This is an optimization exercise on Yosys and OpenROAD, whose aim is small area and a short achievable clock period, not a production implementation. In this exercise RTL edits were held to simulation tests only and were not proved equivalent to the original.

==> job 9663 <==
// xf_add
module xf_add (
    input  wire         clk,
    input  wire         rst,
    input  wire         in_valid,
    input  wire [159:0] in_a,
    input  wire [159:0] in_b,
    output reg          out_valid,
    output reg  [159:0] out_s,
    output reg  [2:0]   out_flags    
);
Settings: LEC_CHECK=0, ABC_AREA=1, CAP_MARGIN=20, CORE_MARGIN=2, CORE_UTILIZATION=55, SLEW_MARGIN=20, TNS_END_PERCENT=20; clock period 12.0 ns.
standard.sh (not shown) runs the stock make flow with config.mk's settings and CLKGATE_MAP_FILE= SYNTH_SCRIPT=/design/flow/synth_recipe.tcl, a recipe that flattens the netlist after the stock synthesis.
==> flow/flow/run.sh <==
#!/bin/bash
# The standard layout, with two changes: timing repair (after CTS and after
# global routing) aims for setup slack of at least 8 ns at the design's
# period, and every port still gets a buffer, but the smallest one
# (buf_1) instead of the clkdlybuf4s50_1 that buffer_ports picks by itself.
set -euo pipefail
bash standard.sh SETUP_SLACK_MARGIN=8 \
  "BUFFER_PORTS_ARGS=-buffer_cell sky130_fd_sc_hd__buf_1" \
  finish > standard_flow.log 2>&1
==> inputs of job 4420, as changes to job 9663 <==
==> flow/flow/run.sh (replaced) <==
#!/bin/bash
# The standard layout, with two changes: timing repair (after CTS and after
# global routing) aims for setup slack of at least 9 ns at the design's
# period, and every port still gets a buffer, but the smallest one
# (buf_1) instead of the clkdlybuf4s50_1 that buffer_ports picks by itself.
set -euo pipefail
bash standard.sh SETUP_SLACK_MARGIN=9 \
  "BUFFER_PORTS_ARGS=-buffer_cell sky130_fd_sc_hd__buf_1" \
  finish > standard_flow.log 2>&1
--- a/flow/config.mk
+++ b/flow/config.mk
@@ -5,9 +5,8 @@
 export SDC_FILE = /design/flow/constraint.sdc
 export NUM_CORES = 4
 export LEC_CHECK = 0
 export ABC_AREA = 1
 export CAP_MARGIN = 20
 export CORE_MARGIN = 2
 export CORE_UTILIZATION = 55
 export SLEW_MARGIN = 20
-export TNS_END_PERCENT = 20
==> inputs of job 6528, as changes to job 9663 <==
--- a/flow/design.v
+++ b/flow/design.v
@@ -1,14 +1,16 @@
 module xf_add_front (
     input  wire [159:0] a,
     input  wire [159:0] b,
     output wire         a_ge,     
-    output wire [6:0]   n,        
-    output wire         clamp,    
+    output wire [6:0]   n_ab,     
+    output wire [6:0]   n_ba,     
+    output wire         c_ab,     
+    output wire         c_ba,     
     output wire [1:0]   cls,
     output wire         finite,
     output wire         sat,
     output wire         inex,
     output wire         invalid
 );
     wire a_bad = (a[143:137] != 7'h00 && a[143:137] != 7'h7f) ||
                  (a[151:148] != 4'd0) || (a[159:152] != 8'd0);
@@ -28,38 +30,42 @@
     wire [9:0] ga = a[137:128];
     wire [9:0] gb = b[137:128];
     wire [7:0] dl_ab_w = {1'b0, ga[6:0]} - {1'b0, gb[6:0]};
     wire [7:0] dl_ba_w = {1'b0, gb[6:0]} - {1'b0, ga[6:0]};
     wire       bw_ab = dl_ab_w[7];
     wire       bw_ba = dl_ba_w[7];
     wire signed [3:0] dh0_ab = {ga[9], ga[9:7]} - {gb[9], gb[9:7]};
     wire signed [3:0] dh0_ba = {gb[9], gb[9:7]} - {ga[9], ga[9:7]};
-    wire c_ab = bw_ab ? (dh0_ab >= 4'sd2) : (dh0_ab >= 4'sd1);
-    wire c_ba = bw_ba ? (dh0_ba >= 4'sd2) : (dh0_ba >= 4'sd1);
-    assign a_ge  = bw_ab ? (dh0_ab >= 4'sd1) : (dh0_ab >= 4'sd0);
-    assign clamp = a_ge ? c_ab : c_ba;
-    assign n     = a_ge ? dl_ab_w[6:0] | {7{c_ab}} : dl_ba_w[6:0] | {7{c_ba}};
+    assign a_ge = bw_ab ? (dh0_ab >= 4'sd1) : (dh0_ab >= 4'sd0);
+    assign c_ab = bw_ab ? (dh0_ab >= 4'sd2) : (dh0_ab >= 4'sd1);
+    assign c_ba = bw_ba ? (dh0_ba >= 4'sd2) : (dh0_ba >= 4'sd1);
+    assign n_ab = dl_ab_w[6:0];
+    assign n_ba = dl_ba_w[6:0];
 endmodule
 module xf_add_align (
     input  wire [127:0] va,
     input  wire [127:0] vb,
     input  wire         a_ge,
-    input  wire [6:0]   n,
-    input  wire         clamp,
+    input  wire [6:0]   n_ab,
+    input  wire [6:0]   n_ba,
+    input  wire         c_ab,
+    input  wire         c_ba,
     input  wire [9:0]   ga,
     input  wire [9:0]   gb,
     output wire [9:0]   g,        
     output wire [127:0] big,      
     output wire [127:0] y,        
     output wire         lost
 );
     assign g = a_ge ? ga : gb;
     assign big = a_ge ? va : vb;
     wire [127:0] v = a_ge ? vb : va;
+    wire       clamp = a_ge ? c_ab : c_ba;
+    wire [6:0] n     = a_ge ? n_ab | {7{c_ab}} : n_ba | {7{c_ba}};
     wire [127:0] x [0:7];
     wire [7:0]   l;
     assign x[0] = v;
     assign l[0] = clamp & v[127];
     genvar k;
     generate
         for (k = 0; k < 7; k = k + 1) begin : g_st
             localparam integer S = 64 >> k;
@@ -146,57 +152,61 @@
     input  wire         in_valid,
     input  wire [159:0] in_a,
     input  wire [159:0] in_b,
     output reg          out_valid,
     output reg  [159:0] out_s,
     output reg  [2:0]   out_flags    
 );
     wire         p1_a_ge;
-    wire [6:0]   p1_n;
-    wire         p1_clamp;
+    wire [6:0]   p1_n_ab, p1_n_ba;
+    wire         p1_c_ab, p1_c_ba;
     wire [1:0]   p1_cls;
     wire         p1_finite, p1_sat, p1_inex, p1_invalid;
     xf_add_front u_front (
         .a(in_a), .b(in_b),
-        .a_ge(p1_a_ge), .n(p1_n), .clamp(p1_clamp),
+        .a_ge(p1_a_ge), .n_ab(p1_n_ab), .n_ba(p1_n_ba),
+        .c_ab(p1_c_ab), .c_ba(p1_c_ba),
         .cls(p1_cls), .finite(p1_finite), .sat(p1_sat), .inex(p1_inex),
         .invalid(p1_invalid)
     );
     reg         r1_valid;
     reg [127:0] r1_va, r1_vb;
     reg         r1_a_ge;
-    reg [6:0]   r1_n;
-    reg         r1_clamp;
+    reg [6:0]   r1_n_ab, r1_n_ba;
+    reg         r1_c_ab, r1_c_ba;
     reg [9:0]   r1_ga, r1_gb;
     reg [1:0]   r1_cls;
     reg         r1_finite, r1_sat, r1_inex, r1_invalid;
     always @(posedge clk) begin
         if (rst)
             r1_valid <= 1'b0;
         else
             r1_valid <= in_valid;
         r1_va      <= in_a[127:0];
         r1_vb      <= in_b[127:0];
         r1_a_ge    <= p1_a_ge;
-        r1_n       <= p1_n;
-        r1_clamp   <= p1_clamp;
+        r1_n_ab    <= p1_n_ab;
+        r1_n_ba    <= p1_n_ba;
+        r1_c_ab    <= p1_c_ab;
+        r1_c_ba    <= p1_c_ba;
         r1_ga      <= in_a[137:128];
         r1_gb      <= in_b[137:128];
         r1_cls     <= p1_cls;
         r1_finite  <= p1_finite;
         r1_sat     <= p1_sat;
         r1_inex    <= p1_inex;
         r1_invalid <= p1_invalid;
     end
     wire [127:0] p2_big, p2_al;
     wire [9:0]   p2_g;
     wire         p2_lost;
     xf_add_align u_align (
-        .va(r1_va), .vb(r1_vb), .a_ge(r1_a_ge), .n(r1_n), .clamp(r1_clamp), .ga(r1_ga), .gb(r1_gb), .g(p2_g),
+        .va(r1_va), .vb(r1_vb), .a_ge(r1_a_ge), .n_ab(r1_n_ab), .n_ba(r1_n_ba),
+        .c_ab(r1_c_ab), .c_ba(r1_c_ba), .ga(r1_ga), .gb(r1_gb), .g(p2_g),
         .big(p2_big), .y(p2_al), .lost(p2_lost)
     );
     reg         r2_valid;
     reg [127:0] r2_big, r2_al;
     reg         r2_lost;
     reg [9:0]   r2_g;
     reg [1:0]   r2_cls;
     reg         r2_finite, r2_sat, r2_inex, r2_invalid;
@@ -210,30 +220,50 @@
         r2_lost    <= p2_lost;
         r2_g       <= p2_g;
         r2_cls     <= r1_cls;
         r2_finite  <= r1_finite;
         r2_sat     <= r1_sat;
         r2_inex    <= r1_inex;
         r2_invalid <= r1_invalid;
     end
-    wire [127:0] p3_sum, p3_v;
+    wire [127:0] p3_sum;
     wire         p3_ovf_pos, p3_ovf_neg;
     xf_add_sum u_sum (
         .a(r2_big), .b(r2_al),
         .sum(p3_sum), .ovf_pos(p3_ovf_pos), .ovf_neg(p3_ovf_neg)
     );
-    xf_add_sat u_sat (
-        .sum(p3_sum), .ovf_pos(p3_ovf_pos), .ovf_neg(p3_ovf_neg),
-        .finite(r2_finite), .v(p3_v)
-    );
-    wire p3_ovf  = r2_finite & (p3_ovf_pos | p3_ovf_neg);
-    wire p3_lost = r2_finite & r2_lost;
+    reg         r3_valid;
+    reg [127:0] r3_sum;
+    reg         r3_ovf_pos, r3_ovf_neg, r3_lost;
+    reg [9:0]   r3_g;
+    reg [1:0]   r3_cls;
+    reg         r3_finite, r3_sat, r3_inex, r3_invalid;
     always @(posedge clk) begin
         if (rst)
-            out_valid <= 1'b0;
+            r3_valid <= 1'b0;
         else
-            out_valid <= r2_valid;
-        out_s     <= {12'd0, r2_inex | p3_lost, r2_sat | p3_ovf, r2_cls,
-                      {6{r2_finite & r2_g[9]}}, {10{r2_finite}} & r2_g, p3_v};
-        out_flags <= {r2_invalid, p3_ovf, p3_lost};
-    end
-endmodule
+            r3_valid <= r2_valid;
+        r3_sum     <= p3_sum;
+        r3_ovf_pos <= p3_ovf_pos;
+        r3_ovf_neg <= p3_ovf_neg;
+        r3_lost    <= r2_lost;
+        r3_g       <= r2_g;
+        r3_cls     <= r2_cls;
+        r3_finite  <= r2_finite;
+        r3_sat     <= r2_sat;
+        r3_inex    <= r2_inex;
+        r3_invalid <= r2_invalid;
+    end
+    wire [127:0] v;
+    wire         ovf  = r3_finite & (r3_ovf_pos | r3_ovf_neg);
+    wire         lost = r3_finite & r3_lost;
+    xf_add_sat u_sat (
+        .sum(r3_sum), .ovf_pos(r3_ovf_pos), .ovf_neg(r3_ovf_neg),
+        .finite(r3_finite), .v(v)
+    );
+    always @(*) begin
+        out_valid = r3_valid;
+        out_s     = {12'd0, r3_inex | lost, r3_sat | ovf, r3_cls,
+                     {6{r3_finite & r3_g[9]}}, {10{r3_finite}} & r3_g, v};
+        out_flags = {r3_invalid, ovf, lost};
+    end
+endmodule
==> flow/config.mk (replaced) <==
export PLATFORM = sky130hd
export DESIGN_NAME = xf_add
export DESIGN_NICKNAME = xf_add
export VERILOG_FILES = /design/flow/design.v
export SDC_FILE = /design/flow/constraint.sdc
export NUM_CORES = 4
export LEC_CHECK = 0
export CAP_MARGIN = 20
export CORE_MARGIN = 2
export CORE_UTILIZATION = 55
export SLEW_MARGIN = 20
==> inputs of job 6175, as changes to job 9663 <==
--- a/flow/design.v
+++ b/flow/design.v
@@ -1,14 +1,16 @@
 module xf_add_front (
     input  wire [159:0] a,
     input  wire [159:0] b,
     output wire         a_ge,     
-    output wire [6:0]   n,        
-    output wire         clamp,    
+    output wire [6:0]   n_ab,     
+    output wire [6:0]   n_ba,     
+    output wire         c_ab,     
+    output wire         c_ba,     
     output wire [1:0]   cls,
     output wire         finite,
     output wire         sat,
     output wire         inex,
     output wire         invalid
 );
     wire a_bad = (a[143:137] != 7'h00 && a[143:137] != 7'h7f) ||
                  (a[151:148] != 4'd0) || (a[159:152] != 8'd0);
@@ -20,46 +22,46 @@
     wire b_nan = (b_cls == 2'd1);
     wire inf_mix = a_cls[1] & b_cls[1] & (a_cls[0] ^ b_cls[0]);
     assign finite  = (a_cls == 2'd0) & (b_cls == 2'd0);
     assign cls     = (a_nan | b_nan | inf_mix) ? 2'd1 :
                      (a_cls != 2'd0) ? a_cls : b_cls;
     assign invalid = a_bad | b_bad | (inf_mix & ~a_nan & ~b_nan);
     assign sat     = a[146] | b[146];
     assign inex    = a[147] | b[147];
-    wire [9:0] ga = a[137:128];
-    wire [9:0] gb = b[137:128];
-    wire [7:0] dl_ab_w = {1'b0, ga[6:0]} - {1'b0, gb[6:0]};
-    wire [7:0] dl_ba_w = {1'b0, gb[6:0]} - {1'b0, ga[6:0]};
-    wire       bw_ab = dl_ab_w[7];
-    wire       bw_ba = dl_ba_w[7];
-    wire signed [3:0] dh0_ab = {ga[9], ga[9:7]} - {gb[9], gb[9:7]};
-    wire signed [3:0] dh0_ba = {gb[9], gb[9:7]} - {ga[9], ga[9:7]};
-    wire c_ab = bw_ab ? (dh0_ab >= 4'sd2) : (dh0_ab >= 4'sd1);
-    wire c_ba = bw_ba ? (dh0_ba >= 4'sd2) : (dh0_ba >= 4'sd1);
-    assign a_ge  = bw_ab ? (dh0_ab >= 4'sd1) : (dh0_ab >= 4'sd0);
-    assign clamp = a_ge ? c_ab : c_ba;
-    assign n     = a_ge ? dl_ab_w[6:0] | {7{c_ab}} : dl_ba_w[6:0] | {7{c_ba}};
+    wire [9:0]  ga = a[137:128];
+    wire [9:0]  gb = b[137:128];
+    wire [10:0] d_ab = {ga[9], ga} - {gb[9], gb};
+    wire [10:0] d_ba = {gb[9], gb} - {ga[9], ga};
+    assign a_ge = ~d_ab[10];
+    assign c_ab = |d_ab[9:7];
+    assign c_ba = |d_ba[9:7];
+    assign n_ab = d_ab[6:0] | {7{c_ab}};
+    assign n_ba = d_ba[6:0] | {7{c_ba}};
 endmodule
 module xf_add_align (
     input  wire [127:0] va,
     input  wire [127:0] vb,
     input  wire         a_ge,
-    input  wire [6:0]   n,
-    input  wire         clamp,
+    input  wire [6:0]   n_ab,
+    input  wire [6:0]   n_ba,
+    input  wire         c_ab,
+    input  wire         c_ba,
     input  wire [9:0]   ga,
     input  wire [9:0]   gb,
     output wire [9:0]   g,        
     output wire [127:0] big,      
     output wire [127:0] y,        
     output wire         lost
 );
     assign g = a_ge ? ga : gb;
     assign big = a_ge ? va : vb;
     wire [127:0] v = a_ge ? vb : va;
+    wire [6:0] n     = a_ge ? n_ab : n_ba;
+    wire       clamp = a_ge ? c_ab : c_ba;
     wire [127:0] x [0:7];
     wire [7:0]   l;
     assign x[0] = v;
     assign l[0] = clamp & v[127];
     genvar k;
     generate
         for (k = 0; k < 7; k = k + 1) begin : g_st
             localparam integer S = 64 >> k;
@@ -146,57 +148,61 @@
     input  wire         in_valid,
     input  wire [159:0] in_a,
     input  wire [159:0] in_b,
     output reg          out_valid,
     output reg  [159:0] out_s,
     output reg  [2:0]   out_flags    
 );
     wire         p1_a_ge;
-    wire [6:0]   p1_n;
-    wire         p1_clamp;
+    wire [6:0]   p1_n_ab, p1_n_ba;
+    wire         p1_c_ab, p1_c_ba;
     wire [1:0]   p1_cls;
     wire         p1_finite, p1_sat, p1_inex, p1_invalid;
     xf_add_front u_front (
         .a(in_a), .b(in_b),
-        .a_ge(p1_a_ge), .n(p1_n), .clamp(p1_clamp),
+        .a_ge(p1_a_ge), .n_ab(p1_n_ab), .n_ba(p1_n_ba),
+        .c_ab(p1_c_ab), .c_ba(p1_c_ba),
         .cls(p1_cls), .finite(p1_finite), .sat(p1_sat), .inex(p1_inex),
         .invalid(p1_invalid)
     );
     reg         r1_valid;
     reg [127:0] r1_va, r1_vb;
     reg         r1_a_ge;
-    reg [6:0]   r1_n;
-    reg         r1_clamp;
+    reg [6:0]   r1_n_ab, r1_n_ba;
+    reg         r1_c_ab, r1_c_ba;
     reg [9:0]   r1_ga, r1_gb;
     reg [1:0]   r1_cls;
     reg         r1_finite, r1_sat, r1_inex, r1_invalid;
     always @(posedge clk) begin
         if (rst)
             r1_valid <= 1'b0;
         else
             r1_valid <= in_valid;
         r1_va      <= in_a[127:0];
         r1_vb      <= in_b[127:0];
         r1_a_ge    <= p1_a_ge;
-        r1_n       <= p1_n;
-        r1_clamp   <= p1_clamp;
+        r1_n_ab    <= p1_n_ab;
+        r1_n_ba    <= p1_n_ba;
+        r1_c_ab    <= p1_c_ab;
+        r1_c_ba    <= p1_c_ba;
         r1_ga      <= in_a[137:128];
         r1_gb      <= in_b[137:128];
         r1_cls     <= p1_cls;
         r1_finite  <= p1_finite;
         r1_sat     <= p1_sat;
         r1_inex    <= p1_inex;
         r1_invalid <= p1_invalid;
     end
     wire [127:0] p2_big, p2_al;
     wire [9:0]   p2_g;
     wire         p2_lost;
     xf_add_align u_align (
-        .va(r1_va), .vb(r1_vb), .a_ge(r1_a_ge), .n(r1_n), .clamp(r1_clamp), .ga(r1_ga), .gb(r1_gb), .g(p2_g),
+        .va(r1_va), .vb(r1_vb), .a_ge(r1_a_ge), .n_ab(r1_n_ab), .n_ba(r1_n_ba),
+        .c_ab(r1_c_ab), .c_ba(r1_c_ba), .ga(r1_ga), .gb(r1_gb), .g(p2_g),
         .big(p2_big), .y(p2_al), .lost(p2_lost)
     );
     reg         r2_valid;
     reg [127:0] r2_big, r2_al;
     reg         r2_lost;
     reg [9:0]   r2_g;
     reg [1:0]   r2_cls;
     reg         r2_finite, r2_sat, r2_inex, r2_invalid;
==> flow/config.mk (replaced) <==
export PLATFORM = sky130hd
export DESIGN_NAME = xf_add
export DESIGN_NICKNAME = xf_add
export VERILOG_FILES = /design/flow/design.v
export SDC_FILE = /design/flow/constraint.sdc
export NUM_CORES = 4
export LEC_CHECK = 0
export CAP_MARGIN = 20
export CORE_MARGIN = 2
export CORE_UTILIZATION = 55
export SLEW_MARGIN = 20
==> metrics.cfg <==
[run_status]
status = timing/DRC/antenna clean

[final_layout]
seqAreaFraction = 0.349
drive_above_1_share = 0.0740
n_antenna_cell = 5

[power_and_ir_drop]
total_power_mw = 10.9
swShare = 0.453

[grt]
grt_antenna_before_repair = 15
met1_usage = 0.510

[setup_path]
r2r_start = r2_big[87]
ff2ff_setup_slack_ns = 7.98

[timing]
fin_skew_ns = 0.0178

[synthesis]
synth_compound_area_frac = 0.153

(the above is from job 9663)
==> metrics.cfg <==
[final_layout]
drive_above_1_share = 0.215
seqAreaFraction = 0.331
n_antenna_cell = 0

[run_status]
status = timing/DRC/antenna clean

[grt]
met1_usage = 0.476
grt_antenna_before_repair = 5

[routing]
routed_wl_um = 132000
wire_per_inst_um = 26.9

[power_and_ir_drop]
total_power_mw = 8.88

[synthesis]
synth_compound_area_frac = 0.110
ys.flop_type = dfxtp_1

[timing]
fin_skew_ns = 0.0423

(the above is from job 6175)
==> metrics.cfg <==
[run_status]
status = complete, but fails checks
so_faults = max-capacitance violations, max-slew violations

[timing]
fin_skew_ns = 0.0239
slew_viol_final = 7

[power_and_ir_drop]
total_power_mw = 11.7

[grt]
met1_usage = 0.547

[final_layout]
drive_above_1_share = 0.179

[job]
drv_cap = 1

(the above is from job 4420)
==> metrics.cfg <==
[run_status]
status = timing/DRC/antenna clean

[grt]
met1_usage = 0.486
grt_antenna_before_repair = 3

[setup_path]
r2r_start = r2_big[67]

[final_layout]
drive_above_1_share = 0.211
seqAreaFraction = 0.335

[synthesis]
synth_compound_area_frac = 0.108

(the above is from job 6528)

re-timing with driven ports:
In the flow no input, the clock included, has a driving cell. The finished layouts below were timed again as built, in two steps.
Step 1 assumes that a clkbuf_16 drives the clock port and a buf_2 every other input.
Step 2 also shifts input and output timing later by t, the mid clock arrival at the registers, as if the neighbouring blocks saw the same clock.
a / b / c = ideal ports / drivers / drivers and shift; a / b = the first two.
run	t, ns	slack for setup (ns)	pins driven straight from the clock port
job 9663	0.677	7.975 / 7.975 / 7.545	1
job 4420	0.696	8.258 / 8.258 / 7.796	1
job 6528	0.687	7.757 / 7.691 / 7.578	1
job 6175	0.692	7.588 / 7.582 / 6.890	1
The setup slack of job 6175, which loses most, moves by -0.006 ns with the drivers and by -0.698 ns with both steps.
